From an optimization exercise on the open Yosys and OpenROAD flow, aimed at small area and a short achievable clock period; shortcuts taken in it are not production practice. Where RTL was checked, it was by simulation tests only, not by an equivalence proof against the original. Power and IR drop assume default switching activity.

// hb1dec
module hb1dec (
    input  wire        clk,
    input  wire        rst,         
    input  wire        in_valid,
    input  wire [31:0] in_data,
    output reg         out_valid,
    output reg  [31:0] out_data
);
Size in the first run: ~2300 cells after synthesis, about 68 I/O pins.
==> flow/config.mk <==
export PLATFORM = sky130hd
export DESIGN_NAME = hb1dec
export DESIGN_NICKNAME = hb1dec
export VERILOG_FILES = /design/flow/design.v
export SDC_FILE = /design/flow/constraint.sdc
export NUM_CORES = 4
export LEC_CHECK = 0
export CAP_MARGIN = 20
export CORE_MARGIN = 2
export CORE_UTILIZATION = 40
export CTS_CLUSTER_DIAMETER = 60
export CTS_CLUSTER_SIZE = 32
export SLEW_MARGIN = 20
export SYNTH_HIERARCHICAL = 1
export SYNTH_MINIMUM_KEEP_SIZE = 0
==> flow/constraint.sdc <==
create_clock -name core_clock -period 18.0 [get_ports {clk}]
set_input_delay 3.6000 -clock core_clock [delete_from_list [all_inputs] [get_ports {clk}]]
set_output_delay 3.6000 -clock core_clock [all_outputs]
set_load 0.01 [all_outputs]
standard.sh (not shown) runs the stock make flow with config.mk's settings and CLKGATE_MAP_FILE= SYNTH_SCRIPT=/design/flow/synth_recipe.tcl, a recipe that flattens the netlist after the stock synthesis.
==> flow/flow/run.sh <==
#!/bin/bash
# The standard layout (the standard.sh), with the port buffers made of
# buf_2 cells instead of the cell buffer_ports picks by default.
set -euo pipefail
export BUFFER_PORTS_ARGS="-buffer_cell sky130_fd_sc_hd__buf_2"
bash standard.sh > standard.log 2>&1
==> next run, changes <==
==> flow/run.sh (new file) <==
#!/bin/bash
# synth_recipe.tcl (not shown) runs the flow's synth.tcl, then flattens the netlist and writes it again
# the make line also repeats each setting of config.mk as NAME=value (left out here)
make -C /OpenROAD-flow-scripts/flow DESIGN_CONFIG=/design/flow/config.mk WORK_HOME=/design/flow/orfs CLKGATE_MAP_FILE= SYNTH_SCRIPT=/design/flow/synth_recipe.tcl finish
--- a/flow/config.mk
+++ b/flow/config.mk
@@ -11,2 +11,2 @@
-export CTS_CLUSTER_DIAMETER = 60
-export CTS_CLUSTER_SIZE = 32
+export CTS_CLUSTER_DIAMETER = 100
+export CTS_CLUSTER_SIZE = 24
removed: flow/flow/run.sh
removed: flow/standard.sh
Outcome:
- register-to-register slack is better by 0.07 ns
- fmax went down by 5.7%
- wire length went down by 2.6%
- non-clock buffer count went up by 2
- area after synthesis does not change
- power went down by 9.0%
- clock skew went down by 0.019 ns


Setup of oak:
Another version of the RTL of hb1dec (not shown whole).
Size in the first run: ~2,300 cells after synthesis, roughly 790 flip-flops, ~37,000 sq um of cells after synthesis.
==> flow/config.mk <==
export PLATFORM = sky130hd
export DESIGN_NAME = hb1dec
export DESIGN_NICKNAME = hb1dec
export VERILOG_FILES = /design/flow/design.v
export SDC_FILE = /design/flow/constraint.sdc
export NUM_CORES = 4
export LEC_CHECK = 0
export CAP_MARGIN = 20
export CORE_MARGIN = 2
export CORE_UTILIZATION = 70
export SLEW_MARGIN = 20
export SYNTH_HIERARCHICAL = 1
export SYNTH_MINIMUM_KEEP_SIZE = 0
==> flow/constraint.sdc <==
create_clock -name core_clock -period 18.0 [get_ports {clk}]
set_input_delay 3.6000 -clock core_clock [delete_from_list [all_inputs] [get_ports {clk}]]
set_output_delay 3.6000 -clock core_clock [all_outputs]
set_load 0.01 [all_outputs]
==> flow/flow/run.sh <==
#!/bin/bash
# The standard layout (the standard.sh), with the port buffers made of
# buf_2 cells instead of the cell buffer_ports picks by default, and clock
# tree synthesis without dummy loads.
set -euo pipefail
export BUFFER_PORTS_ARGS="-buffer_cell sky130_fd_sc_hd__buf_2"
export CTS_ARGS="-sink_clustering_enable -repair_clock_nets -sink_clustering_size 24 -sink_clustering_max_diameter 100 -dont_use_dummy_load"
bash standard.sh > standard.log 2>&1
Setup changes, oak to pine
# oak
export LEC_CHECK = 0
export CAP_MARGIN = 20
export CORE_MARGIN = 2
export CORE_UTILIZATION = 70
export SLEW_MARGIN = 20
export SYNTH_HIERARCHICAL = 1
export SYNTH_MINIMUM_KEEP_SIZE = 0
create_clock -name core_clock -period 18.0 [get_ports {clk}]
# pine
export LEC_CHECK = 0
export CAP_MARGIN = 20
export CORE_MARGIN = 2
export CORE_UTILIZATION = 70
export SLEW_MARGIN = 75
export SYNTH_HIERARCHICAL = 1
export SYNTH_MINIMUM_KEEP_SIZE = 0
create_clock -name core_clock -period 18.0 [get_ports {clk}]
Results
- pine drops more vias than oak.
- Row number of nets at the end of the flow: pine higher / oak lower
- Looking at core utilization, pine sits 1.1 points higher than oak does.
- Side by side, final worst-path cycle share turned out lower in pine than in oak.
- Going from oak to pine, final area picked up an extra about 1.5%; detailed-route vias per instance saw an increase; post-layout minimum cycle time -0.029 ns; detailed placer's ending HPWL picked up an extra about 3.7%; layout-stage area growth over the synthesis result went up.
- Between oak and pine, the fraction of cell area in non-clock buffers is lower for oak.
- Result: PASS for each of oak and pine
Function was not checked in any run of this note: the RTL went through the layout flow alone.


Another version of the RTL of hb1dec (not shown whole).
Size: roughly 2300 cells after synthesis, roughly 780 flip-flops, ~68 I/O pins.
==> flow/design.v (excerpt) <==
module hb1dec (
    input  wire        clk,
    input  wire        rst,         
    input  wire        in_valid,
    input  wire [31:0] in_data,
    output reg         out_valid,
    output reg  [31:0] out_data
);
export LEC_CHECK = 0
export CAP_MARGIN = 20
export CORE_MARGIN = 2
export CORE_UTILIZATION = 60
export SLEW_MARGIN = 60
export SYNTH_HIERARCHICAL = 1
export SYNTH_MINIMUM_KEEP_SIZE = 0
create_clock -name core_clock -period 18.0 [get_ports {clk}]
==> flow/flow/run.sh <==
#!/bin/bash
# The standard layout (the standard.sh), with the port buffers made of
# buf_2 cells instead of the cell buffer_ports picks by default, and clock
# tree synthesis without dummy loads and with clkbuf_8 leaf buffers.
set -euo pipefail
export BUFFER_PORTS_ARGS="-buffer_cell sky130_fd_sc_hd__buf_2"
export CTS_ARGS="-sink_clustering_enable -repair_clock_nets -sink_clustering_size 16 -sink_clustering_max_diameter 80 -dont_use_dummy_load -sink_clustering_buffer sky130_fd_sc_hd__clkbuf_8"
bash standard.sh > standard.log 2>&1
The starting point passed the timing, design-rule and antenna checks.
Rerun with:
==> flow/flow/run.sh (replaced) <==
#!/bin/bash
# The standard layout (the standard.sh), with the port buffers made of
# buf_2 cells instead of the cell buffer_ports picks by default, and clock
# tree synthesis without dummy loads.
set -euo pipefail
export BUFFER_PORTS_ARGS="-buffer_cell sky130_fd_sc_hd__buf_2"
export CTS_ARGS="-sink_clustering_enable -repair_clock_nets -sink_clustering_size 24 -sink_clustering_max_diameter 100 -dont_use_dummy_load"
bash standard.sh > standard.log 2>&1
- SLEW_MARGIN: 60 -> 75
The changed run finished clean.
Design area climbs by 1.4%.
Core utilization came out higher by 0.92 points.
Global-route usage stays flat.
Worst setup slack improves by 0.055 ns.
Synthesized area is unchanged.
Maximum frequency goes up by 1.2%.
Via count goes down by 0.36%.
Register-to-register slack is better by 0.13 ns.
Rerun with:
- CAP_MARGIN: 20 -> 50
- SLEW_MARGIN: 75 -> 60
The changed run went through all stages and came out clean.
Sequential cell count does not change.
Power shrinks by 0.72%.
Via count barely changes.
Wire length shrinks by 0.94%.
Design area shrinks by 0.98%.
Count of clock-buffer cells in the layout shrinks by 1.
Register-to-register slack loses 0.09 ns.
Cell count shrinks by 0.51%.
Rerun with:
- CAP_MARGIN: 50 -> 20
- SLEW_MARGIN: 60 -> 85
Result:
- cell count grows by 2.9%
- final area went up by 5.3%
- die area stays the same
- count of clock-buffer cells in the layout does not change
- worst setup slack degrades by 5.9 ns
- power is higher by 4.2%
- combinational power climbs by 38%
- critical path depth rose by 17
- sequential share of layout area falls by 1.8 points
- core utilization climbs by 3.4 points


RTL: one of the versions met above, not the one the previous note started from.
For scale: roughly 790 flip-flops, about 68 I/O pins, roughly 37,000 sq um of cells after synthesis.
clock: 18.0 ns
lec_check: 0
cap_margin: 20
core_margin: 2
core_utilization: 60
cts_cluster_diameter: 100
cts_cluster_size: 24
slew_margin: 20
synth_hierarchical: 1
synth_minimum_keep_size: 0
==> flow/flow/run.sh <==
#!/bin/bash
# The standard layout (the standard.sh), with the port buffers made of
# buf_2 cells instead of the cell buffer_ports picks by default.
set -euo pipefail
export BUFFER_PORTS_ARGS="-buffer_cell sky130_fd_sc_hd__buf_2"
bash standard.sh > standard.log 2>&1
The first run completed without violations.
Then changed:
- CORE_UTILIZATION: 60 -> 40
- SLEW_MARGIN: 20 -> 75
Result: Setup slack improves by 0.033 ns; power rose by 2.6%; register-to-register slack improves by 0.10 ns.
No functional check of the RTL was part of any run of this note.

[separate check: timing with driven ports]
The results above use ideal ports. As a check the final layouts listed here were re-extracted and re-timed, cells and wires unchanged. Step 1 sets driving cells, clkbuf_16 on the clock port and buf_2 on the other inputs (assumed; they add their load-dependent delay and slew). Step 2 adds t to the input delays and takes it off the output delays; t is the mean of the earliest and latest rising clock arrival at the registers after step 1. Input paths then give back, and output paths get back, about the clock's delay inside the block. Slacks: ideal / step 1 / step 2; pairs: ideal / step 1.
run	t (ns)	slack for setup (ns)	latest minus earliest clock arrival (ns)
the first run of note 1	0.701	13.212 / 13.212 / 13.212	0.068 / 0.067
the second run of note 1	0.670	12.921 / 12.856 / 13.051	0.050 / 0.050
oak	0.620	13.245 / 13.238 / 13.245	0.084 / 0.084
pine	0.625	13.274 / 13.210 / 13.434	0.077 / 0.077
the first run of note 3	0.635	13.322 / 13.300 / 13.322	0.055 / 0.055
the second run of note 3	0.633	13.377 / 13.312 / 13.449	0.085 / 0.085
the third run of note 3	0.641	13.360 / 13.306 / 13.360	0.038 / 0.039
the fourth run of note 3	0.645	7.454 / 7.454 / 7.454	0.074 / 0.075
the first run of note 4	0.657	13.265 / 13.199 / 13.299	0.036 / 0.035
the second run of note 4	0.675	13.298 / 13.237 / 13.399	0.035 / 0.035
After both steps every run listed still meets setup and hold.
